What follows belongs to an exercise in optimizing a design on an open flow for small area, a short achievable clock period and few clock cycles per item; a production flow would make more cautious choices. Function was checked by simulation only, so behaviour that the tests miss may differ from the original.

## flow/config.mk

```make
export PLATFORM = sky130hd
export DESIGN_NAME = aes_engine
export DESIGN_NICKNAME = aes_engine
export VERILOG_FILES = /design/flow/design.v
export SDC_FILE = /design/flow/constraint.sdc
export NUM_CORES = 4
export LEC_CHECK = 0
export CAP_MARGIN = 20
export CORE_MARGIN = 2
export CORE_UTILIZATION = 55
export PLACE_DENSITY = 0.65
export SETUP_SLACK_MARGIN = 5
export SLEW_MARGIN = 20
```

## flow/constraint.sdc

```tcl
create_clock -name core_clock -period 10.0 [get_ports {clk}]
set_input_delay 2.0000 -clock core_clock [delete_from_list [all_inputs] [get_ports {clk}]]
set_output_delay 2.0000 -clock core_clock [all_outputs]
set_load 0.01 [all_outputs]
```

## flow/design.v

```verilog
module aes_sbox_a (
  input  wire [7:0] a,
  output wire [3:0] q         
);
  wire U0=a[7],U1=a[6],U2=a[5],U3=a[4],U4=a[3],U5=a[2],U6=a[1],U7=a[0];
  wire T1=U0^U3, T2=U0^U5, T3=U0^U6, T4=U3^U5, T5=U4^U6, T6=T1^T5, T7=U1^U2;
  wire T8=U7^T6, T9=U7^T7, T10=T6^T7, T11=U1^U5, T12=U2^U5, T13=T3^T4;
  wire T14=T6^T11, T15=T5^T11, T16=T5^T12, T17=T9^T16, T18=U3^U7, T19=T7^T18;
  wire T20=T1^T19, T21=U6^U7, T22=T7^T21, T23=T2^T22, T24=T2^T10, T25=T20^T17;
  wire T26=T3^T16, T27=T1^T12;
  wire M1=T13&T6, M2=T23&T8, M3=T14^M1, M4=T19&U7, M5=M4^M1, M6=T3&T16;
  wire M7=T22&T9, M8=T26^M6, M9=T20&T17, M10=M9^M6, M11=T1&T15, M12=T4&T27;
  wire M13=M12^M11, M14=T2&T10, M15=M14^M11, M16=M3^M2, M17=M5^T24, M18=M8^M7;
  wire M19=M10^M15, M20=M16^M13, M21=M17^M15, M22=M18^M13, M23=M19^T25;
  wire M24=M22^M23, M25=M22&M20, M26=M21^M25, M27=M20^M21, M28=M23^M25;
  wire M29=M28&M27, M30=M26&M24, M31=M20&M23, M32=M27&M31, M33=M27^M25;
  wire M34=M21&M22, M35=M24&M34, M36=M24^M25, M37=M21^M29, M38=M32^M33;
  wire M39=M23^M30, M40=M35^M36;
  assign q = {M37, M38, M39, M40};
endmodule
module aes_sbox_b (
  input  wire [7:0] a,
  input  wire [3:0] q,
  output wire [7:0] y
);
  wire U0=a[7],U1=a[6],U2=a[5],U3=a[4],U4=a[3],U5=a[2],U6=a[1],U7=a[0];
  wire T1=U0^U3, T2=U0^U5, T3=U0^U6, T4=U3^U5, T5=U4^U6, T6=T1^T5, T7=U1^U2;
  wire T8=U7^T6, T9=U7^T7, T10=T6^T7, T11=U1^U5, T12=U2^U5, T13=T3^T4;
  wire T15=T5^T11, T16=T5^T12, T17=T9^T16, T18=U3^U7, T19=T7^T18;
  wire T20=T1^T19, T21=U6^U7, T22=T7^T21, T23=T2^T22, T27=T1^T12;
  wire M37=q[3], M38=q[2], M39=q[1], M40=q[0];
  wire M41=M38^M40, M42=M37^M39, M43=M37^M38, M44=M39^M40, M45=M42^M41;
  wire M46=M44&T6, M47=M40&T8, M48=M39&U7, M49=M43&T16, M50=M38&T9, M51=M37&T17;
  wire M52=M42&T15, M53=M45&T27, M54=M41&T10, M55=M44&T13, M56=M40&T23, M57=M39&T19;
  wire M58=M43&T3, M59=M38&T22, M60=M37&T20, M61=M42&T1, M62=M45&T4, M63=M41&T2;
  wire L0=M61^M62, L1=M50^M56, L2=M46^M48, L3=M47^M55, L4=M54^M58, L5=M49^M61;
  wire L6=M62^L5, L7=M46^L3, L8=M51^M59, L9=M52^M53, L10=M53^L4, L11=M60^L2;
  wire L12=M48^M51, L13=M50^L0, L14=M52^M61, L15=M55^L1, L16=M56^L0, L17=M57^L1;
  wire L18=M58^L8, L19=M63^L4, L20=L0^L1, L21=L1^L7, L22=L3^L12, L23=L18^L2;
  wire L24=L15^L9, L25=L6^L10, L26=L7^L9, L27=L8^L10, L28=L11^L14, L29=L11^L17;
  assign y[7]=L6^L24;
  assign y[6]=~(L16^L26);
  assign y[5]=~(L19^L28);
  assign y[4]=L6^L21;
  assign y[3]=L20^L22;
  assign y[2]=L25^L29;
  assign y[1]=~(L13^L27);
  assign y[0]=~(L6^L23);
endmodule
module aes_sbox (
  input  wire [7:0] a,
  output wire [7:0] y
);
  wire [3:0] q;
  aes_sbox_a u_a (.a(a), .q(q));
  aes_sbox_b u_b (.a(a), .q(q), .y(y));
endmodule
module aes_kx_a (
  input  wire [31:0] sin,
  output wire [15:0] q
);
  aes_sbox_a u_s0 (.a(sin[31:24]), .q(q[15:12]));
  aes_sbox_a u_s1 (.a(sin[23:16]), .q(q[11:8]));
  aes_sbox_a u_s2 (.a(sin[15:8]),  .q(q[7:4]));
  aes_sbox_a u_s3 (.a(sin[7:0]),   .q(q[3:0]));
endmodule
module aes_key_expand (
  input  wire [255:0] w,        
  input  wire [127:0] b,        
  input  wire [1:0]   klen,     
  input  wire [1:0]   ph,       
  input  wire [7:0]   rcon,     
  input  wire [31:0]  sin,      
  input  wire [15:0]  q,        
  output wire [255:0] nw,       
  output wire [1:0]   nph,
  output wire [7:0]   nrcon,
  output wire [31:0]  nsin      
);
  wire [31:0] W2 = w[191:160], W3 = w[159:128];
  wire [31:0] W4 = w[127:96],  W5 = w[95:64],   W6 = w[63:32],    W7 = w[31:0];
  wire [31:0] B0 = b[127:96], B1 = b[95:64], B2 = b[63:32], B3 = b[31:0];
  wire nk6 = (klen == 2'd1);
  wire mid = nk6 && (ph == 2'd1);    
  wire nos = nk6 && (ph == 2'd2);    
  wire rot = !(klen == 2'd2 && ph[0]);
  wire [31:0] sub;
  aes_sbox_b u_s0 (.a(sin[31:24]), .q(q[15:12]), .y(sub[31:24]));
  aes_sbox_b u_s1 (.a(sin[23:16]), .q(q[11:8]),  .y(sub[23:16]));
  aes_sbox_b u_s2 (.a(sin[15:8]),  .q(q[7:4]),   .y(sub[15:8]));
  aes_sbox_b u_s3 (.a(sin[7:0]),   .q(q[3:0]),   .y(sub[7:0]));
  wire [31:0] t = rot ? ({sub[23:0], sub[31:24]} ^ {rcon, 24'h000000}) : sub;
  wire [31:0] P0 = B0, P1 = B0 ^ B1, P2 = B0 ^ B1 ^ B2, P3 = B0 ^ B1 ^ B2 ^ B3;
  reg [31:0] N0, N1, N2, N3;
  always @(*) begin
    if (mid) begin
      N0 = P0 ^ W7;  N1 = P1 ^ W7;
      N2 = B2 ^ t;   N3 = B2 ^ B3 ^ t;
    end else if (nos) begin
      N0 = P0 ^ W7;  N1 = P1 ^ W7;  N2 = P2 ^ W7;  N3 = P3 ^ W7;
    end else begin
      N0 = P0 ^ t;   N1 = P1 ^ t;   N2 = P2 ^ t;   N3 = P3 ^ t;
    end
  end
  assign nw = {W4, W5, W6, W7, N0, N1, N2, N3};
  assign nph = nk6 ? ((ph == 2'd2) ? 2'd0 : ph + 2'd1) : {1'b0, ~ph[0]};
  assign nrcon = (rot && !nos) ? ({rcon[6:0], 1'b0} ^ (rcon[7] ? 8'h1b : 8'h00)) : rcon;
  assign nsin = (nk6 && nph == 2'd1) ? (W6 ^ W7 ^ N3) : N3;
endmodule
module aes_round_a (
  input  wire [127:0] st,
  output wire [63:0]  q        
);
  genvar n;
  generate
    for (n = 0; n < 16; n = n + 1) begin : g_byte
      aes_sbox_a u_sa (.a(st[127-8*n -: 8]), .q(q[63-4*n -: 4]));
    end
  endgenerate
endmodule
module aes_round (
  input  wire [127:0] st,      
  input  wire [63:0]  q,       
  input  wire [127:0] rk,
  output wire [127:0] y,       
  output wire [127:0] yf       
);
  function [7:0] xt;           
    input [7:0] a;
    xt = {a[6:0], 1'b0} ^ (a[7] ? 8'h1b : 8'h00);
  endfunction
  function [31:0] mix;         
    input [31:0] c;
    reg [7:0] a0, a1, a2, a3, s;
    begin
      a0 = c[31:24]; a1 = c[23:16]; a2 = c[15:8]; a3 = c[7:0];
      s = a0 ^ a1 ^ a2 ^ a3;
      mix[31:24] = a0 ^ s ^ xt(a0 ^ a1);
      mix[23:16] = a1 ^ s ^ xt(a1 ^ a2);
      mix[15:8]  = a2 ^ s ^ xt(a2 ^ a3);
      mix[7:0]   = a3 ^ s ^ xt(a3 ^ a0);
    end
  endfunction
  wire [127:0] sb;
  wire [127:0] sr;
  wire [127:0] mc;
  genvar n;
  generate
    for (n = 0; n < 16; n = n + 1) begin : g_byte
      aes_sbox_b u_sb (.a(st[127-8*n -: 8]), .q(q[63-4*n -: 4]), .y(sb[127-8*n -: 8]));
      assign sr[127-8*n -: 8] = sb[127-8*((n%4) + 4*(((n/4) + (n%4)) % 4)) -: 8];
    end
    for (n = 0; n < 4; n = n + 1) begin : g_col
      assign mc[127-32*n -: 32] = mix(sr[127-32*n -: 32]);
    end
  endgenerate
  assign y  = mc ^ rk;
  assign yf = sr ^ rk;
endmodule
module aes_engine (
  input  wire         clk,
  input  wire         rst,         
  input  wire         key_valid,
  output wire         key_ready,
  input  wire [1:0]   key_len,     
  input  wire [255:0] key,
  input  wire         blk_valid,
  output wire         blk_ready,
  input  wire [127:0] blk_in,
  output reg          out_valid,
  output wire [127:0] out_data
);
  reg [255:0] ckey;        
  reg [1:0]   ckey_len;
  reg         kready;
  wire [255:0] key_win = (key_len == 2'd0) ? {key[255:128], key[255:128]} :
                         (key_len == 2'd1) ? {key[255:192], key[255:64]} : key;
  function [127:0] first4;
    input [255:0] x;
    input [1:0]   len;
    first4 = (len == 2'd0) ? x[127:0] : (len == 2'd1) ? x[191:64] : x[255:128];
  endfunction
  reg         busy;        
  reg [4:0]   cyc;         
  reg [1:0]   plen;        
  reg         afin;        
  reg         c0;          
  reg         bval;        
  reg         bfin;        
  reg         rdy;         
  reg         fk1;         
  reg         fk2;         
  reg         wwe;         
  assign key_ready = kready;
  assign blk_ready = rdy;
  wire key_go = key_valid && kready;
  wire a_go   = blk_valid && (!busy || afin);
  wire b_go   = blk_valid && c0;
  wire [4:0] last1 = (plen == 2'd0) ? 5'd18 : (plen == 2'd1) ? 5'd22 : 5'd26;
  wire       busy_n = a_go || (busy && !afin);
  wire [4:0] cyc_n  = a_go ? 5'd0 : cyc + 5'd1;
  wire       afin_n = !a_go && busy && !afin && (cyc == last1);
  always @(posedge clk) begin
    if (rst) begin
      kready    <= 1'b0;
      busy      <= 1'b0;
      afin      <= 1'b0;
      c0        <= 1'b0;
      bval      <= 1'b0;
      bfin      <= 1'b0;
      out_valid <= 1'b0;
      rdy       <= 1'b0;
      fk1       <= 1'b1;
      fk2       <= 1'b1;
      wwe       <= 1'b1;
    end else begin
      kready    <= 1'b1;
      busy      <= busy_n;
      cyc       <= cyc_n;
      afin      <= afin_n;
      c0        <= a_go;
      if (a_go)
        plen <= ckey_len;
      bval      <= a_go ? 1'b0 : c0 ? b_go : bval;
      bfin      <= busy && afin && bval;
      out_valid <= (busy && afin) || bfin;
      rdy       <= !busy_n || afin_n || a_go;
      fk1       <= !busy_n || afin_n;
      fk2       <= fk1;
      wwe       <= !busy_n || !cyc_n[0];
    end
    if (!rst && key_go) begin
      ckey     <= key_win;
      ckey_len <= key_len;
    end
  end
  reg [255:0] win;         
  reg [1:0]   wlen, wph;
  reg [7:0]   wrcon;
  reg [31:0]  wsin;        
  reg [31:0]  ksin;        
  reg [15:0]  kq;
  wire [31:0] sin1 = fk1 ? ckey[31:0] : wsin;
  wire [15:0] q1;
  aes_kx_a u_kxa (.sin(sin1), .q(q1));
  wire [255:0] w2    = fk2 ? ckey : win;
  wire [1:0]   len2  = fk2 ? ckey_len : wlen;
  wire [127:0] rk_key = first4(ckey, ckey_len);    
  wire [127:0] rk_run = first4(win, wlen);         
  wire [255:0] nw;
  wire [1:0]   nph;
  wire [7:0]   nrcon;
  wire [31:0]  nsin;
  aes_key_expand u_kx (
    .w     (w2),
    .b     (fk2 ? rk_key : rk_run),
    .klen  (len2),
    .ph    (fk2 ? 2'd0 : wph),
    .rcon  (fk2 ? 8'h01 : wrcon),
    .sin   (ksin),
    .q     (kq),
    .nw    (nw),
    .nph   (nph),
    .nrcon (nrcon),
    .nsin  (nsin)
  );
  always @(posedge clk) begin
    ksin <= sin1;
    kq   <= q1;
    if (wwe) begin
      win   <= nw;
      wlen  <= len2;
      wph   <= nph;
      wrcon <= nrcon;
      wsin  <= nsin;
    end
  end
  reg [127:0] s1;          
  reg [127:0] s2;          
  reg [63:0]  s2q;         
  reg [127:0] res;
  wire [63:0] qa;
  aes_round_a u_ra (.st(s1), .q(qa));
  wire [127:0] round_out, final_out;
  aes_round u_rb (
    .st (s2),
    .q  (s2q),
    .rk (rk_run),
    .y  (round_out),
    .yf (final_out)
  );
  always @(posedge clk) begin
    s2  <= s1;
    s2q <= qa;
    s1  <= rdy ? (blk_in ^ rk_key) : round_out;
    res <= final_out;
  end
  assign out_data = res;
endmodule
```

## flow/run.sh

```bash
#!/bin/bash
# synth_recipe.tcl (not shown) runs the flow's synth.tcl, then flattens the netlist and writes it again
# the make line also repeats each setting of config.mk as NAME=value (left out here)
make -C /OpenROAD-flow-scripts/flow DESIGN_CONFIG=/design/flow/config.mk WORK_HOME=/design/flow/orfs CLKGATE_MAP_FILE= SYNTH_SCRIPT=/design/flow/synth_recipe.tcl finish
```

==> metrics.yaml, run 1 <==
run_status:
  status: "complete, no violations"
setup_path:
  required_ns: 10.50
  setup.worst_path.start_class: "flip-flop"
  crit_path_end_kind: "flip-flop"
  r2r_cells: 13
  crit_type: "reg2reg"
  critPathMaxFanout: 45
  r2r_slack_ns: 5.01
  r2r-start: "ckey_len[0]$_DFFE_PP_"
  cp-startpoint: "ckey_len[0]$_DFFE_PP_"
  worstReg2RegEnd: "wsin[1]$_DFFE_PP_"
  cp_data_arrival_time_ns: 5.49
drt:
  drc: 0
  top_layer_used: "met5"
  wire_per_inst_um: 28.6
  num_vias: 67416
  wl_um: 320000
  avgViaCountPerCell: 6.03
  drtPass1Iterations: 7
  wl_met2_um: 132000
  ant_nets: 0
  met1_length_um: 129000
  drt_iter0_drc: 8854
  route.met3.wl_um: 37700
clock_network:
  clockBufferDepth: 3
  htree_levels: 3
  cts_buffers: 120
  post_cts.repair.setup_buffers: 0
  root_buffer: "clkbuf_16"
  cts_tree: "yes"
  ctsHoldBuffers: 0
  clock_sinks: 1072
  insertion_delay_ns: 0.78
  path_clk_slew_ns: 0.06
sta:
  setup_ws_ns: 5.01
  slew-limit-headroom_pct: 8.97
  finalHoldViolCount: 0
  drv_slew: 0
  rsz0062_at_grt: "no"
  max_freq_mhz: 200
  finClkSkew_ns: 0.0479
  finalCriticalPeriod_ns: 4.99
  setup_tns_ns: 0
  finalSetupViolCount: 0
  finalCritPeriodShare_pct: 49.9
  worst-slew-pin-transition_ns: 1.37
global_routing:
  grt_pass1_vias: 62073
  grt_pass1_wl_um: 448000
  antenna_found_initial: 23
  grt-ovfl-total: 0
  grt_start_max_net_pins: 174
  track_usage_pct: 39.8
synth:
  synth_area_per_cell_um2: 9.61
  syn-num-nets: 9156
  synth-main-ff-cell: "edfxtp_1"
  yosys_warnings: 3
  netlist_instances: 8724
  netlist_area_mm2: 0.0838
  ys_types: 96
  yosys_register_bits: 1072
  async_flop_share_pct: 0
  ys_seq_area_share_pct: 32.4
  synth_edf_count: 565
min_path:
  hold_depth: 0
  whs_endpoint: "s2[104]$_DFF_P_"
  min_path_type: "reg2reg"
  holdCritStartpoint: "s1[104]$_DFF_P_"
floorplan:
  die_h_um: 394
  ios: 521
  coreArea_mm2: 0.152
  die_area_mm2: 0.156
  die_w_um: 394
  initial_core_util_pct: 55.3
  rows: 143
placement:
  dp.cells: 10945
  place_ws_ns: 4.76
  post_dp_cell_area_mm2: 0.0908
  place.gp.congestion: 1.06
  dp_hpwl_um: 257000
  io_buffers: 520
final_layout:
  fin_area_mm2: 0.0952
  stdcell_count: 11181
  drive_gt1_share_pct: 8.03
  num-nets-final: 9469
  multiInputGateArea_mm2: 0.0543
  ff_latch_area_mm2: 0.0271
  syn_to_final_growth_pct: 13.5
  fillCellCount: 12745
flow_run:
  drv_cap: 0
-- final cells by class --
type                       instances  area share [%]
antenna                           11          0.0289
clock buffer                     150            3.37
clock inverter                    75            1.09
inverter                         162           0.639
multi-input combinational       7023            57.1
sequential                      1072            28.5
tap                             2030            2.67
timing repair buffer             658            6.64
-- cell usage after synthesis, types with 15 or more instances --
library cell  instances  area share [%]
xnor2_1            1819              19
nor2_1              766             3.4
xor2_1              764             8.0
mux2i_1             683             8.2
nand2_1             619             2.8
edfxtp_1            565              20
dfxtp_1             507              12
a21oi_1             485             2.9
o21ai_0             457             2.7
mux2_2              258             3.5
clkbuf_1            249             1.1
inv_1               162            0.73
buf_2               131            0.78
xnor3_1             126             3.4
nand2b_1             80            0.60
buf_1                72            0.32
nor2b_1              72            0.54
a22oi_1              66            0.59
a211oi_1             59            0.53
nand3_1              56            0.33
nor3_1               50            0.30
o22ai_1              47            0.35
a21o_1               43            0.39
and2_1               43            0.32
ha_1                 42            0.63
xor3_1               38             1.1
o211ai_1             32            0.29
o221ai_1             28            0.29
xnor2_2              27            0.52
a221oi_1             25            0.26
a31oi_1              23            0.17
o21ai_1              23            0.14
or3_1                19            0.14
and3_1               18            0.13
o32ai_1              18            0.19
a22o_1               15            0.16
a32oi_1              15            0.16
-- logic make-up (layout without fill, tap and decap cells) --
group	count (synthesis)	after routing	share of synthesized area (%)
compound gates	1455	1455	10.5
xor+xnor	2801	2801	32.7
fa+ha+maj	42	42	0.627
buf+inv	629	1045	3.08
flops	1072	1072	32.4
mux	943	943	11.7
other cells	0	11	0
simple gates	1782	1782	9.09
-- cells in the final DEF (no fill, tap or decap), drive strengths merged, types with 19 or more instances in the layout --
cell type / netlist / final
bufinv: 0 / 23
mux2i: 684 / 684
a221oi: 32 / 32
xor3: 41 / 41
ha: 42 / 42
a31oi: 23 / 23
buf: 215 / 140
nor2b: 72 / 72
a21o: 43 / 43
clkdlybuf4s50: 0 / 518
a21oi: 489 / 489
o211ai: 33 / 33
clkbuf: 252 / 150
xnor2: 1850 / 1850
mux2: 258 / 258
nor3: 50 / 50
clkinv: 0 / 36
xor2: 779 / 779
and2: 44 / 44
a211oi: 64 / 64
edfxtp: 565 / 565
or3: 19 / 19
nor2: 767 / 767
a22oi: 67 / 67
o21ai: 480 / 480
o22ai: 47 / 47
dfxtp: 507 / 507
xnor3: 131 / 131
nand2: 619 / 619
nand3: 56 / 56
o221ai: 28 / 28
nand2b: 80 / 80
inv: 162 / 167
-- worst max-delay path by stage --
stage,to,slack (ns),depth (start not counted)
CTS,wsin[26]$_DFFE_PP_,5.12,13
finish,wsin[1]$_DFFE_PP_,5.01,13
global route,wsin[13]$_DFFE_PP_,5.01,11
floorplan,ckey[0]$_DFFE_PP_,5.45,2
detailed placement,wsin[9]$_DFFE_PP_,4.76,14
global placement,wsin[29]$_DFFE_PP_,4.80,14
-- per-stage QoR --
| stage | hold WS [ns] | util, % |
|---|---|---|
| 2_1_floorplan | 0.329 | - |
| 3_3_place_gp | 0.400 | 59.9 |
| 3_5_place_dp | 0.404 | 59.9 |
| 4_1_cts | 0.408 | 62.7 |
| 5_1_grt | 0.420 | 62.8 |
| 6_report | 0.411 | 62.8 |
-- critical path, stage by stage (launching register included) --
cell and delay [ns]:
edfxtp_1 0.32, buf_4 0.44, buf_4 0.74, mux2i_1 0.26
nor2_1 0.05, a21oi_1 0.97, xnor2_1 0.15, mux2i_1 0.58
and3_1 0.24, mux2i_1 0.07, nand3_1 0.14, xor2_1 0.23
xor2_1 0.29, xnor2_1 0.15
-- registers in the layout (all words and copies together) (netlist names), 5 cells and up --
register,count
s2q,64
s2,128
win,256
s1,128
ksin,32
wrcon,8
ckey,256
wsin,32
res,128
kq,16
cyc,5
-- layer usage --
layer  up-vias  GRT usage (%)
met5         -              0
met4        12           22.4
met3       674           10.5
met2      3828           57.2
met1     32433           54.2
li1      30469              -
-- what timing repair did --
action / in CTS / in global routing
hold endpoints to repair: 0 / 0
resized for setup: 5 / 9
setup endpoints to repair: 8 / 13
Testbench counts, summed over its fixed seeds: cycles 32,745, blocks 2,557.
==> inputs of run 2 (changes only) <==
--- a/flow/design.v
+++ b/flow/design.v
@@ -67,6 +67,8 @@
 module aes_key_expand (
-  input  wire [255:0] w,        
+  input  wire [127:0] hi,       
   input  wire [127:0] b,        
-  input  wire [1:0]   klen,     
-  input  wire [1:0]   ph,       
+  input  wire [31:0]  w7,       
+  input  wire         mid,      
+  input  wire         nos,      
+  input  wire         rot,      
   input  wire [7:0]   rcon,     
@@ -75,13 +77,5 @@
   output wire [255:0] nw,       
-  output wire [1:0]   nph,
-  output wire [7:0]   nrcon,
-  output wire [31:0]  nsin      
+  output wire [7:0]   nrcon
 );
-  wire [31:0] W2 = w[191:160], W3 = w[159:128];
-  wire [31:0] W4 = w[127:96],  W5 = w[95:64],   W6 = w[63:32],    W7 = w[31:0];
   wire [31:0] B0 = b[127:96], B1 = b[95:64], B2 = b[63:32], B3 = b[31:0];
-  wire nk6 = (klen == 2'd1);
-  wire mid = nk6 && (ph == 2'd1);    
-  wire nos = nk6 && (ph == 2'd2);    
-  wire rot = !(klen == 2'd2 && ph[0]);
   wire [31:0] sub;
@@ -96,6 +90,6 @@
     if (mid) begin
-      N0 = P0 ^ W7;  N1 = P1 ^ W7;
+      N0 = P0 ^ w7;  N1 = P1 ^ w7;
       N2 = B2 ^ t;   N3 = B2 ^ B3 ^ t;
     end else if (nos) begin
-      N0 = P0 ^ W7;  N1 = P1 ^ W7;  N2 = P2 ^ W7;  N3 = P3 ^ W7;
+      N0 = P0 ^ w7;  N1 = P1 ^ w7;  N2 = P2 ^ w7;  N3 = P3 ^ w7;
     end else begin
@@ -104,6 +98,4 @@
   end
-  assign nw = {W4, W5, W6, W7, N0, N1, N2, N3};
-  assign nph = nk6 ? ((ph == 2'd2) ? 2'd0 : ph + 2'd1) : {1'b0, ~ph[0]};
+  assign nw = {hi, N0, N1, N2, N3};
   assign nrcon = (rot && !nos) ? ({rcon[6:0], 1'b0} ^ (rcon[7] ? 8'h1b : 8'h00)) : rcon;
-  assign nsin = (nk6 && nph == 2'd1) ? (W6 ^ W7 ^ N3) : N3;
 endmodule
@@ -174,10 +166,13 @@
   reg [1:0]   ckey_len;
+  reg [31:0]  ckey_last;   
   reg         kready;
-  wire [255:0] key_win = (key_len == 2'd0) ? {key[255:128], key[255:128]} :
-                         (key_len == 2'd1) ? {key[255:192], key[255:64]} : key;
-  function [127:0] first4;
-    input [255:0] x;
-    input [1:0]   len;
-    first4 = (len == 2'd0) ? x[127:0] : (len == 2'd1) ? x[191:64] : x[255:128];
-  endfunction
+  wire key_go = key_valid && kready;
+  always @(posedge clk) begin
+    if (key_go) begin
+      ckey      <= key;
+      ckey_len  <= key_len;
+      ckey_last <= (key_len == 2'd0) ? key[159:128] :
+                   (key_len == 2'd1) ? key[95:64] : key[31:0];
+    end
+  end
   reg         busy;        
@@ -190,2 +185,3 @@
   reg         rdy;         
+  reg         ld;          
   reg         fk1;         
@@ -195,5 +191,4 @@
   assign blk_ready = rdy;
-  wire key_go = key_valid && kready;
-  wire a_go   = blk_valid && (!busy || afin);
-  wire b_go   = blk_valid && c0;
+  wire a_go = blk_valid && (!busy || afin);
+  wire b_go = blk_valid && c0;
   wire [4:0] last1 = (plen == 2'd0) ? 5'd18 : (plen == 2'd1) ? 5'd22 : 5'd26;
@@ -202,2 +197,3 @@
   wire       afin_n = !a_go && busy && !afin && (cyc == last1);
+  wire       rdy_n  = !busy_n || afin_n || a_go;
   always @(posedge clk) begin
@@ -226,3 +222,3 @@
       out_valid <= (busy && afin) || bfin;
-      rdy       <= !busy_n || afin_n || a_go;
+      rdy       <= rdy_n;
       fk1       <= !busy_n || afin_n;
@@ -231,9 +227,7 @@
     end
-    if (!rst && key_go) begin
-      ckey     <= key_win;
-      ckey_len <= key_len;
-    end
+    ld <= rdy_n;
   end
   reg [255:0] win;         
-  reg [1:0]   wlen, wph;
+  reg [1:0]   wlen;
+  reg         wmid, wnos, wrot;    
   reg [7:0]   wrcon;
@@ -242,18 +236,19 @@
   reg [15:0]  kq;
-  wire [31:0] sin1 = fk1 ? ckey[31:0] : wsin;
+  reg [1:0]   wph;
+  wire [31:0] sin1 = fk1 ? ckey_last : wsin;
   wire [15:0] q1;
   aes_kx_a u_kxa (.sin(sin1), .q(q1));
-  wire [255:0] w2    = fk2 ? ckey : win;
-  wire [1:0]   len2  = fk2 ? ckey_len : wlen;
-  wire [127:0] rk_key = first4(ckey, ckey_len);    
-  wire [127:0] rk_run = first4(win, wlen);         
+  wire [127:0] rk_run = (wlen == 2'd0) ? win[127:0] : (wlen == 2'd1) ? win[191:64] : win[255:128];
+  wire [127:0] rk_key = ckey[255:128];     
+  wire         cnk6   = (ckey_len == 2'd1);
+  wire [127:0] ckey_hi = {ckey[127:64], cnk6 ? ckey[127:64] : ckey[63:0]};
   wire [255:0] nw;
-  wire [1:0]   nph;
   wire [7:0]   nrcon;
-  wire [31:0]  nsin;
   aes_key_expand u_kx (
-    .w     (w2),
+    .hi    (fk2 ? ckey_hi : win[127:0]),
     .b     (fk2 ? rk_key : rk_run),
-    .klen  (len2),
-    .ph    (fk2 ? 2'd0 : wph),
+    .w7    (win[31:0]),
+    .mid   (!fk2 && wmid),
+    .nos   (!fk2 && wnos),
+    .rot   (fk2 || wrot),
     .rcon  (fk2 ? 8'h01 : wrcon),
@@ -262,6 +257,10 @@
     .nw    (nw),
-    .nph   (nph),
-    .nrcon (nrcon),
-    .nsin  (nsin)
+    .nrcon (nrcon)
   );
+  wire [1:0] len2 = fk2 ? ckey_len : wlen;
+  wire [1:0] ph2  = fk2 ? 2'd0 : wph;
+  wire       nk6  = (len2 == 2'd1);
+  wire [1:0] nph  = nk6 ? ((ph2 == 2'd2) ? 2'd0 : ph2 + 2'd1) : {1'b0, ~ph2[0]};
+  wire [31:0] w67  = fk2 ? (ckey[127:96] ^ ckey[95:64]) : (win[63:32] ^ win[31:0]);
+  wire [31:0] nsin = (nk6 && nph == 2'd1) ? (w67 ^ nw[31:0]) : nw[31:0];
   always @(posedge clk) begin
@@ -273,2 +272,5 @@
       wph   <= nph;
+      wmid  <= nk6 && (nph == 2'd1);
+      wnos  <= nk6 && (nph == 2'd2);
+      wrot  <= !(len2 == 2'd2 && nph[0]);
       wrcon <= nrcon;
@@ -294,3 +296,3 @@
     s2q <= qa;
-    s1  <= rdy ? (blk_in ^ rk_key) : round_out;
+    s1  <= ld ? (blk_in ^ rk_key) : round_out;
     res <= final_out;
==> flow/flow/run.sh (new file) <==
#!/bin/bash
# Layout flow: the standard layout (standard.sh), except that synthesis
# maps the logic with the ABC script in flow/area.abc (area-oriented: strash,
# dch, amap) instead of ORFS's speed script. Synthesis is otherwise the standard flow's
# own (flow/my_synth.tcl is synth_recipe.tcl with the ABC script swapped), so
# the registers, their names and cell types are the standard synthesis's.
# Extra make settings, if any, are in flow/extra_args (one per line).
set -uo pipefail
W=$(pwd)
export MY_ABC_SCRIPT=$W/flow/area.abc
EXTRA=""
if [[ -f $W/flow/extra_args ]]; then EXTRA=$(tr '\n' ' ' < $W/flow/extra_args); fi
sed -e "s|SYNTH_SCRIPT=[^ ]*|SYNTH_SCRIPT=$W/flow/my_synth.tcl $EXTRA|" standard.sh > $W/my_standard.sh
bash $W/my_standard.sh finish > $W/flow_make.log 2>&1
rc=$?
tail -5 $W/flow_make.log
exit $rc
==> flow/flow/area.abc (new file) <==
strash
dch
amap
topo
==> flow/flow/extra_args (new file) <==
SETUP_SLACK_MARGIN=6.5
==> flow/flow/my_synth.tcl (new file) <==
proc synth {args} { yosys synth -nofsm -noshare {*}$args }
proc abc {args} {
  if {[info exists ::env(MY_ABC_SCRIPT)]} {
    set i [lsearch -exact $args -script]
    if {$i >= 0} { lset args [expr {$i + 1}] $::env(MY_ABC_SCRIPT) }
  }
  yosys abc {*}$args
}
source $::env(SCRIPTS_DIR)/synth.tcl
# left out here: clear keep_hierarchy, flatten, clean up, hide names made inside functions, write 1_2_yosys.v
==> flow/standard.sh (new file) <==
#!/bin/bash
# synth_recipe.tcl (not shown) runs the flow's synth.tcl, then flattens the netlist and writes it again
# the make line also repeats each setting of config.mk as NAME=value (left out here)
make -C /OpenROAD-flow-scripts/flow DESIGN_CONFIG=/design/flow/config.mk WORK_HOME=/design/flow/orfs CLKGATE_MAP_FILE= SYNTH_SCRIPT=/design/flow/synth_recipe.tcl "${@:-finish}"
--- a/flow/config.mk
+++ b/flow/config.mk
@@ -11,3 +11,2 @@
 export PLACE_DENSITY = 0.65
-export SETUP_SLACK_MARGIN = 5
 export SLEW_MARGIN = 20
removed: flow/run.sh
==> run 2 against run 1 <==
Net effect: the run now fails in global routing; synthesized cell count increased by 1.5%; area after synthesis decreased by 19%.
==> metrics.yaml, run 2 <==
synth:
  synth_area_per_cell_um2: 7.68  # -20%
  netlist_top_cells_area: "edfxtp_1, dfxtp_1, o22ai_1"
  netlist_area_mm2: 0.0680  # -19%
  synth_top_area_share_pct: 26.5  # +6.3 points
  netlist_top_cells_count: "o22ai_1, clkinv_1, nor2_1"
  ys_types: 38  # -60%
  syn-num-nets: 9289  # +1.5%
  yosys_warnings: 3  # unchanged
  synth.most_common_cell: "o22ai_1"
  yosysTopAreaCell: "edfxtp_1"
  synth_edf_count: 600  # +6.2%
  ys_seq_area_share_pct: 41.5  # +9.1 points
  synth-main-ff-cell: "edfxtp_1"
  netlist_instances: 8857  # +1.5%
  async_flop_share_pct: 0  # unchanged
  yosys_register_bits: 1108  # +3.4%
placement:
  place.gp.congestion: 1.12  # +5.4%
  dp_hpwl_um: 231000  # -10%
  io_buffers: 520  # unchanged
global_routing:
  track_usage_pct: 66.6
  grt-ovfl-total: 4
  grt_pass1_vias: 96484
  grt_start_max_net_pins: 145
  grt_pass1_wl_um: 621000
run_status:
  status: "stopped before the end"
  haltStage: "global routing"
  error_line: "[ERROR GRT-0116] Global routing finished with congestion. Check the congestion regions in the DRC Viewer."
floorplan:
  die_h_um: 356  # -9.8%
  rows: 128  # -10%
  ios: 521  # unchanged
  die_w_um: 356  # -9.8%
  initial_core_util_pct: 55.6  # +0.33 points
clock_network:
  root_buffer: "clkbuf_16"
  cts_buffers: 118  # -1.7%
  ctsHoldBuffers: 0  # unchanged
  clockBufferDepth: 3  # unchanged
  clock_sinks: 1108  # +3.4%
  htree_levels: 3  # unchanged
[run 2: worst max path at each step]
stage / from / end / slack, ns
after CTS: s2[117]$_DFF_P_ / s1[24]$_DFF_P_ / 5.88
after detailed placement: s2[117]$_DFF_P_ / s1[24]$_DFF_P_ / 3.78
after global placement: wlen[1]$_DFFE_PP_ / wsin[21]$_DFFE_PP_ / 3.85
after floorplan: fk2$_SDFF_PP1_ / wsin[28]$_DFFE_PP_ / -2.12
[run 2: cell families after synthesis]
kind of cell             Yosys count  share of synthesized area [%]
AND/OR/NAND/NOR                 2025                           11.7
adder cells (fa/ha/maj)           42                          0.773
AO/OA/AOI/OAI                   4068                           36.3
flip-flops                      1108                           41.5
XOR/XNOR                         122                           1.57
buffers and inverters           1492                           8.24
[run 2: repair_timing]
action	CTS
resized for setup	4170
pin swaps	613
setup buffers	1066
endpoints found under the setup margin	802
gates cloned	13
[run 2: per-stage QoR]
stage | cell area (um2) | util [%] | hold slack (ns) | setup slack, ns | instances
floorplan | 68000 | - | 0.351 | -2.12 | 8857
global placement | 76100 | 62.3 | 0.361 | 3.85 | 11100
detailed placement | 76100 | 62.3 | 0.364 | 3.78 | 11103
CTS | 105000 | 86.3 | 0.372 | 5.88 | 12408
[run 2: metal layers]
layer	global-route usage [%]	overflow
met3	47.5	0
met4	66.3	2
met1	65.8	0
met2	86.6	2
met5	21.8	0
Testbench counts of run 2, summed over its fixed seeds: cycles 32,745, blocks 2,557.
==> inputs of run 3 (changes only) <==
--- a/flow/config.mk
+++ b/flow/config.mk
@@ -9,4 +9,4 @@
 export CORE_MARGIN = 2
-export CORE_UTILIZATION = 55
-export PLACE_DENSITY = 0.65
+export CORE_UTILIZATION = 42
+export PLACE_DENSITY = 0.55
 export SLEW_MARGIN = 20
==> run 3 against run 2 <==
Net effect: now fails the layout checks on capacitance limit, slew limit; area after synthesis unchanged; synthesized cell count unchanged.
==> metrics.yaml, run 3 <==
run_status:
  status: "failed layout checks"
  so_faults: "capacitance limit, slew limit"
drt:
  drt_iter0_drc: 10621
  drc: 0
  avgViaCountPerCell: 6.41
  ant_nets: 0
  num_vias: 86413
  wl_um: 390000
  drtPass1Iterations: 8
  wire_per_inst_um: 28.9
sta:
  worst-slew-pin-transition_ns: 1.54
  finalSetupViolCount: 0
  slew-limit-headroom_pct: -3.49
  finalCriticalPeriod_ns: 4.59
  max_freq_mhz: 218
  drv_slew: 3
  finClkSkew_ns: 0.0300
  finalHoldViolCount: 0
  rsz0062_at_grt: "yes"
  setup_ws_ns: 5.41
  holdWs_ns: 0.364
  finalCritPeriodShare_pct: 45.9
synth:
  netlist_top_cells_area: "edfxtp_1, dfxtp_1, o22ai_1"
  ys_seq_area_share_pct: 41.5  # unchanged
  synth.most_common_cell: "o22ai_1"
  synth_edf_count: 600  # unchanged
  synth_top_area_share_pct: 26.5  # unchanged
  synth-compound-area-share_pct: 36.3  # unchanged
  yosys_register_bits: 1108  # unchanged
  synthSimpleGateAreaFrac_pct: 11.7  # unchanged
  netlist_top_cells_count: "o22ai_1, clkinv_1, nor2_1"
  yosysTopAreaCell: "edfxtp_1"
  syn-num-nets: 9289  # unchanged
  async_flop_share_pct: 0  # unchanged
  synth-main-ff-cell: "edfxtp_1"
  netlist_area_mm2: 0.0680  # unchanged
  synth_top_family_by_area: "compound AO/OA/AOI/OAI gates"
  ys_types: 38  # unchanged
  synth_area_per_cell_um2: 7.68  # unchanged
  synthMuxAreaShare_pct: 0  # unchanged
  yosys_warnings: 3  # unchanged
  netlist_instances: 8857  # unchanged
  synthXorXnorAreaFrac_pct: 1.57  # unchanged
  synthAdderAreaFrac_pct: 0.773  # unchanged
clock_network:
  path_clk_slew_ns: 0.06
  insertion_delay_ns: 0.82
  ctsHoldBuffers: 0  # unchanged
  cts_tree: "yes"
  cts_buffers: 133  # +13%
  root_buffer: "clkbuf_16"
  clock_sinks: 1108  # unchanged
  htree_levels: 4  # +1
  clockBufferDepth: 3  # unchanged
setup_path:
  crit_path_end_kind: "flip-flop"
  required_ns: 10.68
  crit_type: "reg2reg"
  setup.worst_path.start_class: "flip-flop"
  r2r_slack_ns: 5.41
  critPathMaxFanout: 16
  cp_data_arrival_time_ns: 5.28
floorplan:
  die_h_um: 406  # +14%
  rows: 147  # +15%
  ios: 521  # unchanged
  initial_core_util_pct: 42.3  # -13 points
  die_area_mm2: 0.165
  coreArea_mm2: 0.161
  die_w_um: 406  # +14%
placement:
  dp.cells: 11636  # +4.8%
  place_ws_ns: 3.36  # -0.420 ns
  dp_hpwl_um: 249000  # +7.8%
  io_buffers: 520  # unchanged
  place.gp.congestion: 1.07  # -4.3%
final_layout:
  mostFrequentLayoutCell: "buf_4"
  mostFrequentLayoutCells: "buf_4, nor2_1, clkinv_1"
  num-nets-final: 11637
  syn_to_final_growth_pct: 74.6
  reg_top3: "ckey (256), win (256)"
  fillCellCount: 10968
  utilization_pct: 73.9
  stdcell_count: 13483
  drive_gt1_share_pct: 48.2
global_routing:
  grt_pass1_vias: 76593
  grt_pass1_wl_um: 512000
  antenna_found_initial: 36
  grt_start_max_net_pins: 145
  grt-ovfl-total: 0
  track_usage_pct: 42.4
flow_run:
  drv_cap: 1
min_path:
  min_path_type: "reg2reg"
==> run 3: logic make-up after synthesis <==
group,after synthesis
AOI/OAI and AO/OA,4068
and+or+nand+nor,2025
buffers and inverters,1492
DFF,1108
xor gates and xnor gates,122
adders and majority gates,42
==> run 3: final timing paths <==
check,depth (start not counted),from,end
setup / recovery,11,wlen[0]$_DFFE_PP_,s1[26]$_DFF_P_
hold / removal,0,s1[113]$_DFF_P_,s2[113]$_DFF_P_
setup reg to reg,11,wlen[0]$_DFFE_PP_,s1[26]$_DFF_P_
hold reg to reg,0,s1[113]$_DFF_P_,s2[113]$_DFF_P_
==> run 3: area by class of cell <==
class	instances	area, um2	share of cell area [%]
Sequential cell	1108	28800	24.3
Tap cell	2160	2700	2.28
Timing Repair Buffer	2207	20700	17.4
Inverter	1490	7450	6.28
Timing Repair inverter	4	42.5	0.0358
Clock inverter	74	923	0.778
Multi-Input combinational cell	6261	54300	45.8
Antenna cell	8	20.0	0.0169
Clock buffer	171	3650	3.08
==> run 3: worst max-delay path, stage by stage, from the launching register on <==
cell	delay (ns)
edfxtp_1	0.46
buf_12	0.21
clkinv_4	0.14
buf_12	0.18
nand2_8	0.16
buf_8	0.21
o21ai_0	1.17
clkinv_1	0.65
o22ai_4	0.46
a21oi_1	0.16
or2_0	0.26
a32o_2	0.32
==> run 3: layer usage <==
layer	part of all wire, %	up-vias	track usage, %	wire, um
met3	13	1837	11.7	49200
met4	9.7	28	30.7	37900
met5	0.049	-	0	192
met2	42	6004	62.7	164000
li1	-	37882	-	-
met1	36	40662	53.0	139000
==> run 3: per-stage QoR <==
stage	TNS, ns	instance area (um2)
after global placement	0	76800
after CTS	0	107000
final	0	119000
after detailed placement	0	76800
after global routing	0	119000
after floorplan	-267.77	68000
==> run 3: timing repair <==
action | CTS | global route
gates cloned | 11 | 1
gates resized for setup | 4251 | 1902
endpoints found under the setup margin | 597 | 408
pin swaps | 623 | 771
buffers inserted | 1042 | 540
==> inputs of run 4 (changes only) <==
==> flow/flow/run.sh (replaced) <==
#!/bin/bash
# Layout flow: the standard layout (standard.sh, ORFS synth to finish),
# with two changes:
#  - synthesis maps the logic with the ABC script in flow/area.abc (strash,
#    dch, amap: area-oriented) instead of ORFS's speed script. flow/my_synth.tcl
#    is synth_recipe.tcl with only the ABC script swapped, so the registers,
#    their names and cell types are those of the standard synthesis;
#  - the make settings in flow/extra_args (one per line) are added; they set
#    the repair_timing setup margin (SETUP_SLACK_MARGIN) so that the resizer
#    works towards a shorter period than the 10 ns clock. The clock, the SDC
#    and all constraints are the standard flow's, unchanged.
# The make output goes to flow_make.log; ORFS writes each step's log under orfs/logs.
set -uo pipefail
W=$(pwd)
export MY_ABC_SCRIPT=$W/flow/area.abc
EXTRA=""
if [[ -f $W/flow/extra_args ]]; then EXTRA=$(tr '\n' ' ' < $W/flow/extra_args); fi
sed -e "s|SYNTH_SCRIPT=[^ ]*|SYNTH_SCRIPT=$W/flow/my_synth.tcl $EXTRA|" standard.sh > $W/my_standard.sh
bash $W/my_standard.sh finish > $W/flow_make.log 2>&1
rc=$?
tail -5 $W/flow_make.log
exit $rc
==> flow/flow/extra_args (replaced) <==
SETUP_SLACK_MARGIN=6
==> run 4 against run 3 <==
Net effect: now clean on timing, DRC and antenna; die area stayed put; register-to-register slack improved by 0.34 ns; largest cell class unchanged; design area decreased by 11%; worst hold slack improved by 0.0024 ns; non-clock buffer count shrank 655; wire length shrank 9.4%; fmax grew 8.0%; critical path type unchanged.
==> metrics.yaml, run 4 <==
placement:
  place.gp.congestion: 1.07  # unchanged
  dp_hpwl_um: 249000  # unchanged
  dp.cells: 11636  # unchanged
  io_buffers: 520  # unchanged
setup_path:
  path_delay_family: "compound AO/OA/AOI/OAI gates"
  required_ns: 10.55  # -0.13 ns
  critical_path_buf_inv_count: 6  # +1
  r2r_cells: 17  # +6
  r2r_slack_ns: 5.75  # +0.34 ns
  worstReg2RegEnd: "wsin[10]$_DFFE_PP_"
  crit_path_end_kind: "flip-flop"
  crit_type: "reg2reg"
  crit_chain: "buf_8 -> inv_4 -> buf_12 -> nand2_8 -> buf_12 -> o22a_1 -> o21ai_0 -> clkinv_1 -> o22ai_2 -> clkinv_1 -> o22ai_1 -> or2_0 -> a31oi_2 -> nand2_1 -> o21ai_2 -> nor2_1 -> a21oi_2"
  cp_slowest_stage_delay_ns: 0.47  # -0.70 ns
  cp_data_arrival_time_ns: 4.80  # -0.48 ns
  critPathMaxFanout: 13  # -3
  critPathSlowestCell: "edfxtp_1"
  r2r-start: "wlen[0]$_DFFE_PP_"
  setup.worst_path.start_class: "flip-flop"
global_routing:
  grt_start_max_net_pins: 145  # unchanged
  grt_pass1_vias: 69854  # -8.8%
  grt_pass1_wl_um: 473000  # -7.7%
  antenna_found_initial: 30  # -17%
  grt-ovfl-total: 0  # unchanged
  track_usage_pct: 39.4  # -3.0 points
floorplan:
  initial_core_util_pct: 42.3  # unchanged
  die_area_mm2: 0.165  # unchanged
  die_h_um: 406  # unchanged
  coreArea_mm2: 0.161  # unchanged
  ios: 521  # unchanged
  die_w_um: 406  # unchanged
  rows: 147  # unchanged
sta:
  finalSetupViolCount: 0  # unchanged
  setup_tns_ns: 0  # unchanged
  worst-slew-pin-transition_ns: 1.30  # -0.236 ns
  slew-limit-headroom_pct: 12.4  # +16 points
  max_freq_mhz: 235  # +8.0%
  finalCritPeriodShare_pct: 42.5  # -3.4 points
  finalHoldViolCount: 0  # unchanged
  rsz0062_at_grt: "yes"
  drv_slew: 0  # -3
  finalCriticalPeriod_ns: 4.25  # -0.341 ns
  finClkSkew_ns: 0.0297  # -0.000299 ns
drt:
  wl_um: 353000  # -9.4%
  drtPass1Iterations: 8  # unchanged
  drt_iter0_drc: 9267  # -13%
  num_vias: 79852  # -7.6%
  drc: 0  # unchanged
  avgViaCountPerCell: 6.23  # -2.9%
  ant_nets: 0  # unchanged
  wire_per_inst_um: 27.6  # -4.7%
final_layout:
  reg_top3: "ckey (256), win (256)"
  stdcell_count: 12827  # -4.9%
  num-nets-final: 10981  # -5.6%
  mostFrequentLayoutCell: "nor2_1"
  syn_to_final_growth_pct: 55.6
  mostFrequentLayoutCells: "nor2_1, o22ai_1, clkinv_1"
  drive_gt1_share_pct: 36.9  # -11 points
synth:
  synth_edf_count: 600  # unchanged
  yosys_warnings: 3  # unchanged
  netlist_instances: 8857  # unchanged
  syn-num-nets: 9289  # unchanged
  synth-compound-area-share_pct: 36.3  # unchanged
  synth.most_common_cell: "o22ai_1"
  synth-main-ff-cell: "edfxtp_1"
  synth_top_area_share_pct: 26.5  # unchanged
  synth_top_family_by_area: "compound AO/OA/AOI/OAI gates"
  ys_seq_area_share_pct: 41.5  # unchanged
  netlist_area_mm2: 0.0680  # unchanged
  synth_area_per_cell_um2: 7.68  # unchanged
  yosysTopAreaCell: "edfxtp_1"
  synthXorXnorAreaFrac_pct: 1.57  # unchanged
  ys_types: 38  # unchanged
  synthAdderAreaFrac_pct: 0.773  # unchanged
  synthSimpleGateAreaFrac_pct: 11.7  # unchanged
  yosys_register_bits: 1108  # unchanged
  synthMuxAreaShare_pct: 0  # unchanged
  netlist_top_cells_count: "o22ai_1, clkinv_1, nor2_1"
  async_flop_share_pct: 0  # unchanged
  netlist_top_cells_area: "edfxtp_1, dfxtp_1, o22ai_1"
clock_network:
  htree_levels: 4  # unchanged
  ctsHoldBuffers: 0  # unchanged
  cts_tree: "yes"
  cts_buffers: 133  # unchanged
  insertion_delay_ns: 0.82  # about the same
  clock_sinks: 1108  # unchanged
  clockBufferDepth: 3  # unchanged
  root_buffer: "clkbuf_16"
  path_clk_slew_ns: 0.06  # about the same
run_status:
  status: "complete, no violations"
min_path:
  holdCritStartpoint: "s1[113]$_DFF_P_"
  hold_depth: 0  # unchanged
  whs_endpoint: "s2[113]$_DFF_P_"
  min_path_type: "reg2reg"
flow_run:
  drv_cap: 0  # -1
run 4: final cells by class:
cell class / count / area [um2]
well taps: 2160 / 2700
diodes: 8 / 20.0
flip-flops and latches: 1108 / 28600
clock inverters: 74 / 923
fillers: 12911 / 54800
repair inverters: 4 / 40.0
repair buffers: 1552 / 14300
multi-input cells: 6260 / 48700
inverters: 1490 / 6710
clock buffers: 171 / 3650
run 4: kinds of logic (layout without fill, tap and decap cells):
logic type	count (synthesis)	in the layout
adders and majority gates	42	42
DFF	1108	1108
and+or+nand+nor	2025	2028
xor gates and xnor gates	122	122
AOI/OAI and AO/OA	4068	4068
buffers and inverters	1492	3291
other	0	8
run 4: worst max-delay path by stage:
stage / start / to / slack (ns) / cells after the start
floorplan: fk2$_SDFF_PP1_ / wsin[28]$_DFFE_PP_ / -2.12 / 7
global placement: s2[61]$_DFF_P_ / s1[59]$_DFF_P_ / 3.45 / 22
detailed placement: s2[61]$_DFF_P_ / s1[59]$_DFF_P_ / 3.36 / 22
CTS: s2[62]$_DFF_P_ / s1[44]$_DFF_P_ / 5.74 / 26
global route: s2[31]$_DFF_P_ / s1[27]$_DFF_P_ / 5.57 / 25
finish: wlen[0]$_DFFE_PP_ / wsin[10]$_DFFE_PP_ / 5.75 / 17
run 4: through the flow:
step	worst slack (ns)	hold WS, ns	util (%)	area (um2)
6_report	5.75	0.366	65.9	106000
2_1_floorplan	-2.12	0.351	-	68000
3_5_place_dp	3.36	0.362	47.9	76800
4_1_cts	5.74	0.364	59.5	95500
3_3_place_gp	3.45	0.363	47.8	76800
5_1_grt	5.57	0.382	65.9	106000
run 4: what timing repair did:
action | in CTS | in global routing
setup endpoints to repair | 386 | 317
buffers inserted | 463 | 465
cloned | 6 | 4
pin swaps | 260 | 480
gates resized for setup | 2417 | 1773
run 4: layer usage:
| layer | routed length [um] | global-route usage [%] | vias up |
|---|---|---|---|
| met3 | 40100 | 10.3 | 1091 |
| met2 | 149000 | 57.7 | 4544 |
| met1 | 134000 | 50.7 | 37627 |
| met5 | 149 | 0 | - |
| met4 | 29300 | 26.5 | 24 |
| li1 | - | - | 36566 |
==> inputs of run 5 (changes only) <==
==> flow/flow/extra_args (replaced) <==
SETUP_SLACK_MARGIN=5.5
--- a/flow/config.mk
+++ b/flow/config.mk
@@ -7,6 +7,6 @@
 export LEC_CHECK = 0
-export CAP_MARGIN = 20
+export CAP_MARGIN = 30
 export CORE_MARGIN = 2
-export CORE_UTILIZATION = 42
-export PLACE_DENSITY = 0.55
-export SLEW_MARGIN = 20
+export CORE_UTILIZATION = 45
+export PLACE_DENSITY = 0.58
+export SLEW_MARGIN = 30
==> run 5 against run 4 <==
Net effect: critical endpoint is now wsin[24]$_DFFE_PP_; wire length fell by 10%; worst hold slack improved by 0.0056 ns; largest cell class unchanged; fmax fell by 7.2%.
==> metrics.yaml, run 5 <==
run_status:
  status: "complete, no violations"
floorplan:
  coreArea_mm2: 0.150  # -6.6%
  ios: 521  # unchanged
  rows: 142  # -3.4%
  die_area_mm2: 0.154  # -6.6%
  initial_core_util_pct: 45.3  # +3.0 points
  die_h_um: 393  # -3.4%
  die_w_um: 393  # -3.4%
drt:
  wire_per_inst_um: 26.4  # -4.3%
  drt_iter0_drc: 9335  # +0.73%
  wl_um: 318000  # -10%
  num_vias: 74983  # -6.1%
  drtPass1Iterations: 8  # unchanged
  ant_nets: 0  # unchanged
  drc: 0  # unchanged
  avgViaCountPerCell: 6.23  # about the same
placement:
  dp_hpwl_um: 240000  # -3.6%
  dp.cells: 11508  # -1.1%
  place.gp.congestion: 1.09  # +1.6%
  io_buffers: 520  # unchanged
clock_network:
  ctsHoldBuffers: 0  # unchanged
  clock_sinks: 1108  # unchanged
  clockBufferDepth: 3  # unchanged
  path_clk_slew_ns: 0.06  # about the same
  insertion_delay_ns: 0.78  # -0.04 ns
  cts_buffers: 132  # -0.75%
  htree_levels: 4  # unchanged
  cts_tree: "yes"
  root_buffer: "clkbuf_16"
synth:
  netlist_area_mm2: 0.0680  # unchanged
  yosys_register_bits: 1108  # unchanged
  synth.most_common_cell: "o22ai_1"
  ys_seq_area_share_pct: 41.5  # unchanged
  yosys_warnings: 3  # unchanged
  syn-num-nets: 9289  # unchanged
  ys_types: 38  # unchanged
  yosysTopAreaCell: "edfxtp_1"
  synth_top_area_share_pct: 26.5  # unchanged
  netlist_instances: 8857  # unchanged
  netlist_top_cells_count: "o22ai_1, clkinv_1, nor2_1"
  synth_edf_count: 600  # unchanged
  async_flop_share_pct: 0  # unchanged
  synth_area_per_cell_um2: 7.68  # unchanged
  synth-main-ff-cell: "edfxtp_1"
  netlist_top_cells_area: "edfxtp_1, dfxtp_1, o22ai_1"
setup_path:
  crit_top_cell: "nor2_1"
  r2r_slack_ns: 5.41  # -0.33 ns
  critPathMaxFanout: 29  # +16
  cp-startpoint: "wlen[0]$_DFFE_PP_"
  crit_path_end_kind: "flip-flop"
  critical_path_buf_inv_count: 7  # +1
  crit_type: "reg2reg"
  required_ns: 10.52  # -0.03 ns
  r2r-start: "wlen[0]$_DFFE_PP_"
  cp_data_arrival_time_ns: 5.11  # +0.31 ns
  crit_path_end: "wsin[24]$_DFFE_PP_"
  setup.worst_path.start_class: "flip-flop"
  worstReg2RegEnd: "wsin[24]$_DFFE_PP_"
  cp_num_cells: 21  # +4
  crit_chain: "buf_6 -> clkinv_4 -> buf_8 -> nand2_8 -> buf_6 -> o22a_1 -> o21ai_1 -> buf_4 -> clkinv_2 -> o22ai_4 -> nor2_1 -> a21oi_2 -> clkinv_1 -> o22ai_1 -> nor2_1 -> a21oi_1 -> o22ai_2 -> nor2_1 -> a21oi_2 -> nor2_1 -> a21oi_1"
  r2r_cells: 21  # +4
  cp_slowest_stage_delay_ns: 0.41  # -0.06 ns
  path_delay_family: "buffers and inverters"
  critPathSlowestCell: "o22ai_4"
global_routing:
  antenna_found_initial: 36  # +20%
  grt_start_max_net_pins: 129  # -11%
  grt-ovfl-total: 0  # unchanged
  grt_pass1_wl_um: 436000  # -7.8%
  track_usage_pct: 38.8  # -0.54 points
  grt_pass1_vias: 65344  # -6.5%
sta:
  setup_tns_ns: 0  # unchanged
  rsz0062_at_grt: "yes"
  finalCriticalPeriod_ns: 4.59  # +0.332 ns
  drv_slew: 0  # unchanged
  slew-limit-headroom_pct: 21.2  # +8.8 points
  finalHoldViolCount: 0  # unchanged
  worst-slew-pin-transition_ns: 1.17  # -0.131 ns
  finalSetupViolCount: 0  # unchanged
  finClkSkew_ns: 0.0323  # +0.00259 ns
  max_freq_mhz: 218  # -7.2%
  finalCritPeriodShare_pct: 45.9  # +3.3 points
  holdWs_ns: 0.372  # +0.00561 ns
final_layout:
  drive_gt1_share_pct: 20.7  # -16 points
  reg_top3: "ckey (256), win (256)"
  mostFrequentLayoutCell: "nor2_1"
  fillCellCount: 13256  # +2.7%
  mostFrequentLayoutCells: "nor2_1, clkinv_1, o22ai_1"
  syn_to_final_growth_pct: 35.1
  stdcell_count: 12045  # -6.1%
  num-nets-final: 10342  # -5.8%
flow_run:
  drv_cap: 0  # unchanged
min_path:
  hold_depth: 0  # unchanged
  min_path_type: "reg2reg"
==> run 5: cell counts after synthesis <==
Identical to the previous run, type by type.
==> run 5: worst min path at each step <==
| stage | from | endpoint |
|---|---|---|
| 4_1_cts | s1[75]$_DFF_P_ | s2[75]$_DFF_P_ |
| 6_report | s1[75]$_DFF_P_ | s2[75]$_DFF_P_ |
| 3_5_place_dp | s1[43]$_DFF_P_ | s2[43]$_DFF_P_ |
| 5_1_grt | s1[75]$_DFF_P_ | s2[75]$_DFF_P_ |
| 3_3_place_gp | s1[75]$_DFF_P_ | s2[75]$_DFF_P_ |
| 2_1_floorplan | s1[107]$_DFF_P_ | s2[107]$_DFF_P_ |
==> run 5: what timing repair did <==
item | 4_1_cts | 5_1_grt
pin swaps | 57 | 106
gates cloned | 1 | 1
buffers inserted | 118 | 161
endpoints found under the setup margin | 307 | 282
gates resized for setup | 947 | 1022
==> run 5: cell type report <==
cell class,count,area [um2],share of cell area (%)
Multi-Input combinational cell,6258,42100,45.8
Antenna cell,9,22.5,0.0245
Clock inverter,62,624,0.680
Tap cell,2016,2520,2.75
Clock buffer,182,3740,4.07
Timing Repair Buffer,920,8550,9.31
Sequential cell,1108,28300,30.8
Inverter,1490,5970,6.50
==> run 5: logic make-up after synthesis <==
family                     Yosys count  synth area share [%]
buffers and inverters             1492                  8.24
xor gates and xnor gates           122                  1.57
and+or+nand+nor                   2025                  11.7
AOI/OAI and AO/OA                 4068                  36.3
DFF                               1108                  41.5
adders and majority gates           42                 0.773
==> run 5: worst register-to-register path, delay by kind of cell (launching register included) <==
kind | cells | cell delay, ns
buf+inv | 7 | 1.62
compound gates | 9 | 1.57
simple gates | 5 | 0.76
flops | 1 | 0.39
==> run 5: through the flow <==
stage                     cell area (um2)  setup WS [ns]  utilization, %
after floorplan                     68000          -2.12               -
after global placement              76700           3.48            51.2
after detailed placement            76900           3.73            51.3
after CTS                           86500           5.31            57.7
after global routing                91800           5.32            61.2
final                               91800           5.41            61.2
==> run 5: per-layer routing <==
| metal | vias to the layer above | routed length [um] | share of wire (%) | global-route usage, % |
|---|---|---|---|---|
| li1 | 35290 | - | - | - |
| met1 | 34503 | 123000 | 39 | 50.9 |
| met2 | 4285 | 132000 | 42 | 56.6 |
| met3 | 885 | 36900 | 12 | 9.87 |
| met4 | 20 | 25100 | 7.9 | 25.3 |
| met5 | - | 138 | 0.043 | 0 |

==> what the ideal ports hide <==
The flow's constraints put no driver on any port. The routed layouts listed below were extracted and timed again, unchanged, in two steps.
Step 1: set_driving_cell puts a clkbuf_16 on clk and a buf_2 on each other input, an assumption about the parent block.
Step 2 adds t to the input delays and takes it off the output delays; t is the mean of the earliest and latest rising clock arrival at the registers after step 1. Input paths then give back, and output paths get back, about the clock's delay inside the block.
Three values: ideal ports, drivers, drivers and shift; two values: the first two.
| run | t (ns) | setup WS [ns] | worst setup path after step 2 | latest minus earliest clock arrival (ns) | worst data-port slew with drivers (ns) |
|---|---|---|---|---|---|
| run 1 | 0.839 | 5.005 / 5.005 / 5.005 | register to register | 0.055 / 0.055 | 0.11 |
| run 3 | 0.892 | 5.405 / 5.405 / 5.405 | register to register | 0.036 / 0.036 | 0.11 |
| run 4 | 0.892 | 5.746 / 5.746 / 5.691 | input to register | 0.031 / 0.030 | 0.10 |
| run 5 | 0.853 | 5.415 / 5.415 / 5.415 | register to register | 0.036 / 0.037 | 0.10 |
The setup slack of run 4, which loses most, moves by 0.000 ns with the drivers and by -0.055 ns with both steps.
